Source: an optimization exercise on an open RTL-to-GDS flow (aim: small area). Production flows keep margins and buffers that such runs may drop. Power is estimated from default activity; no workload was simulated.

==> flow/design.v (excerpt) <==
module chk_unit (
    input  wire        clk,
    input  wire        rst,
    input  wire        req_valid,
    input  wire        req_write,
    input  wire [6:0]  req_addr,
    input  wire [31:0] req_wdata,
    input  wire [2:0]  req_src,
    input  wire [2:0]  req_jet,
    output reg         rsp_valid,
    output reg         rsp_denied,
    output reg  [31:0] rsp_rdata,
    input  wire [7:0]  fold_addr,
    input  wire        tick_ms,
    input  wire        jet_stop,
    input  wire [2:0]  jet_stop_id,
    input  wire        steward_stop,
    input  wire        lockout,
    output wire        mismatch_evt,
    output reg  [2:0]  mismatch_ch
);
Size in the first run: about 4,300 cells after synthesis, about 100 I/O pins.
Settings: LEC_CHECK=0, CAP_MARGIN=10, CORE_MARGIN=2, CORE_UTILIZATION=60, SLEW_MARGIN=10; clock period 13.0 ns.
standard.sh (not shown) runs the stock make flow with config.mk's settings and CLKGATE_MAP_FILE= SYNTH_SCRIPT=/design/flow/synth_recipe.tcl, a recipe that flattens the netlist after the stock synthesis.
==> flow/flow/run.sh <==
#!/bin/bash
# Own layout flow.
# 1. The standard synthesis (standard.sh synth).
# 2. The same synthesis again with an area-oriented ABC mapping script
#    (area_synth.tcl, abc_area_map.script, bias_lib.py); its netlist replaces
#    the standard one only if it holds exactly the same registers (names and
#    cell types).
# 3. The standard ORFS layout steps, with clock tree and port buffer
#    settings of our own.
# Each tool's output goes to a log of its own in this folder.
set -euo pipefail
W=$(pwd)
R=$W/orfs/results/$FLOW_PLATFORM/chk_unit/base
A=$W/orfs_area/results/$FLOW_PLATFORM/chk_unit/base

bash standard.sh synth > 1_standard_synth.log 2>&1
cp $R/1_2_yosys.v $W/standard_synth.v

python3 flow/bias_lib.py $FLOW_HOME/platforms/$FLOW_PLATFORM/lib/sky130_fd_sc_hd__tt_025C_1v80.lib \
  $W/abc_bias.lib 5.0 > 2_bias_lib.log 2>&1
if bash standard.sh WORK_HOME=$W/orfs_area SYNTH_SCRIPT=$W/flow/area_synth.tcl synth \
     > 2_area_synth.log 2>&1 \
   && python3 flow/regs_match.py $W/standard_synth.v $A/1_2_yosys.v > 2_regs_match.log 2>&1; then
  cp $A/1_2_yosys.v $R/1_2_yosys.v
  touch $R/1_2_yosys.v
fi

bash standard.sh \
  "CTS_ARGS=-sink_clustering_enable -repair_clock_nets -sink_clustering_size 18 -sink_clustering_max_diameter 60 -buf_list sky130_fd_sc_hd__clkbuf_8 -dont_use_dummy_load" \
  "BUFFER_PORTS_ARGS=-buffer_cell sky130_fd_sc_hd__buf_1" \
  finish > 3_layout.log 2>&1
Other scripts of this flow, unchanged in this note and not shown: flow/flow/abc_area_map.script, flow/flow/area_synth.tcl, flow/flow/bias_lib.py, flow/flow/regs_match.py
Rerun with:
--- a/flow/flow/run.sh
+++ b/flow/flow/run.sh
@@ -27,5 +27,5 @@
 
 bash standard.sh \
-  "CTS_ARGS=-sink_clustering_enable -repair_clock_nets -sink_clustering_size 18 -sink_clustering_max_diameter 60 -buf_list sky130_fd_sc_hd__clkbuf_8 -dont_use_dummy_load" \
+  "CTS_ARGS=-sink_clustering_enable -repair_clock_nets -sink_clustering_size 16 -sink_clustering_max_diameter 60 -buf_list sky130_fd_sc_hd__clkbuf_8 -dont_use_dummy_load" \
   "BUFFER_PORTS_ARGS=-buffer_cell sky130_fd_sc_hd__buf_1" \
   finish > 3_layout.log 2>&1
The changed run finished with timing, DRC and antenna clean. Global-route usage stays flat. Critical path depth is unchanged. First-iteration DRC count increases by 0.55%. Clock skew came out lower by 0.056 ns. Design area is about the same. Register-to-register slack loses 0.04 ns. Clock power grows by about 2%. Hold slack improved by 0.044 ns. Setup slack got worse by 0.17 ns. Maximum frequency is lower by 1.4%.
Rerun with:
--- a/flow/flow/run.sh
+++ b/flow/flow/run.sh
@@ -27,5 +27,5 @@
 
 bash standard.sh \
-  "CTS_ARGS=-sink_clustering_enable -repair_clock_nets -sink_clustering_size 16 -sink_clustering_max_diameter 60 -buf_list sky130_fd_sc_hd__clkbuf_8 -dont_use_dummy_load" \
+  "CTS_ARGS=-sink_clustering_enable -repair_clock_nets -sink_clustering_size 10 -sink_clustering_max_diameter 40 -buf_list sky130_fd_sc_hd__clkbuf_4 -dont_use_dummy_load" \
   "BUFFER_PORTS_ARGS=-buffer_cell sky130_fd_sc_hd__buf_1" \
   finish > 3_layout.log 2>&1
After rerunning: The new run finished clean; global-route usage came out higher by 0.27 points; wire length came out higher by about 0.47%; count of clock-buffer cells in the layout came out higher by 68; fmax came out higher by about 3.7%; cell area stays flat; core utilization came out lower by 0.18 points; power came out lower by 0.75%.
Rerun with:
--- a/flow/flow/run.sh
+++ b/flow/flow/run.sh
@@ -18,5 +18,5 @@
 
 python3 flow/bias_lib.py $FLOW_HOME/platforms/$FLOW_PLATFORM/lib/sky130_fd_sc_hd__tt_025C_1v80.lib \
-  $W/abc_bias.lib 5.0 > 2_bias_lib.log 2>&1
+  $W/abc_bias.lib 3.0 > 2_bias_lib.log 2>&1
 if bash standard.sh WORK_HOME=$W/orfs_area SYNTH_SCRIPT=$W/flow/area_synth.tcl synth \
      > 2_area_synth.log 2>&1 \
@@ -27,5 +27,5 @@
 
 bash standard.sh \
-  "CTS_ARGS=-sink_clustering_enable -repair_clock_nets -sink_clustering_size 10 -sink_clustering_max_diameter 40 -buf_list sky130_fd_sc_hd__clkbuf_4 -dont_use_dummy_load" \
+  "CTS_ARGS=-sink_clustering_enable -repair_clock_nets -sink_clustering_size 16 -sink_clustering_max_diameter 60 -buf_list sky130_fd_sc_hd__clkbuf_8 -dont_use_dummy_load" \
   "BUFFER_PORTS_ARGS=-buffer_cell sky130_fd_sc_hd__buf_1" \
   finish > 3_layout.log 2>&1
The changed run passed the timing, design-rule and antenna checks.
Design area barely changes.
Die area is about the same.
Critical path depth goes up by 6.
Clock power goes up by about 3%.
Worst setup slack loses 0.53 ns.
Final cell count goes down by 1.1%.
Clock skew goes down by 0.10 ns.
Sequential power goes up by about 0.6%.
Non-clock buffer count goes up by 7.
Power goes up by about 1.1%.
No run of this note included a check of the RTL's function; only the layout flow was run.

afterwards: timing with drivers on the ports:
No port has a modelled driver above. Below, the same layouts with a new extraction and two added sets of constraints.
Step 1 sets driving cells, clkbuf_16 on the clock port and buf_2 on the other inputs (assumed; they add their load-dependent delay and slew).
Step 2 times the ports against the registers' clock, not the clock port: input delays grow and output delays shrink by t, the midpoint of the rising clock arrivals with the driver on.
a / b / c = no drivers / after step 1 / after step 2; a / b = the first two.
| run | t (ns) | slack for setup (ns) | hold WS [ns] | worst setup path after step 2 | latest minus earliest clock arrival (ns) |
|---|---|---|---|---|---|
| the first run | 0.825 | 0.949 / 0.894 / 0.070 | 0.370 / 0.370 / 0.370 | input to register | 0.205 / 0.205 |
| the second run | 0.875 | 0.782 / 0.734 / -0.142 | 0.414 / 0.414 / 0.414 | input to register | 0.149 / 0.149 |
| the third run | 1.129 | 1.219 / 1.164 / 0.035 | 0.431 / 0.431 / 0.431 | input to register | 0.201 / 0.201 |
| the fourth run | 0.857 | 0.692 / 0.738 / -0.119 | 0.452 / 0.452 / 0.452 | input to register | 0.101 / 0.101 |
Met with ideal ports but missed after step 2: setup timing in the second run and the fourth run. For the third run, which loses most, drivers alone change the setup slack by -0.055 ns; drivers and shift together by -1.184 ns.
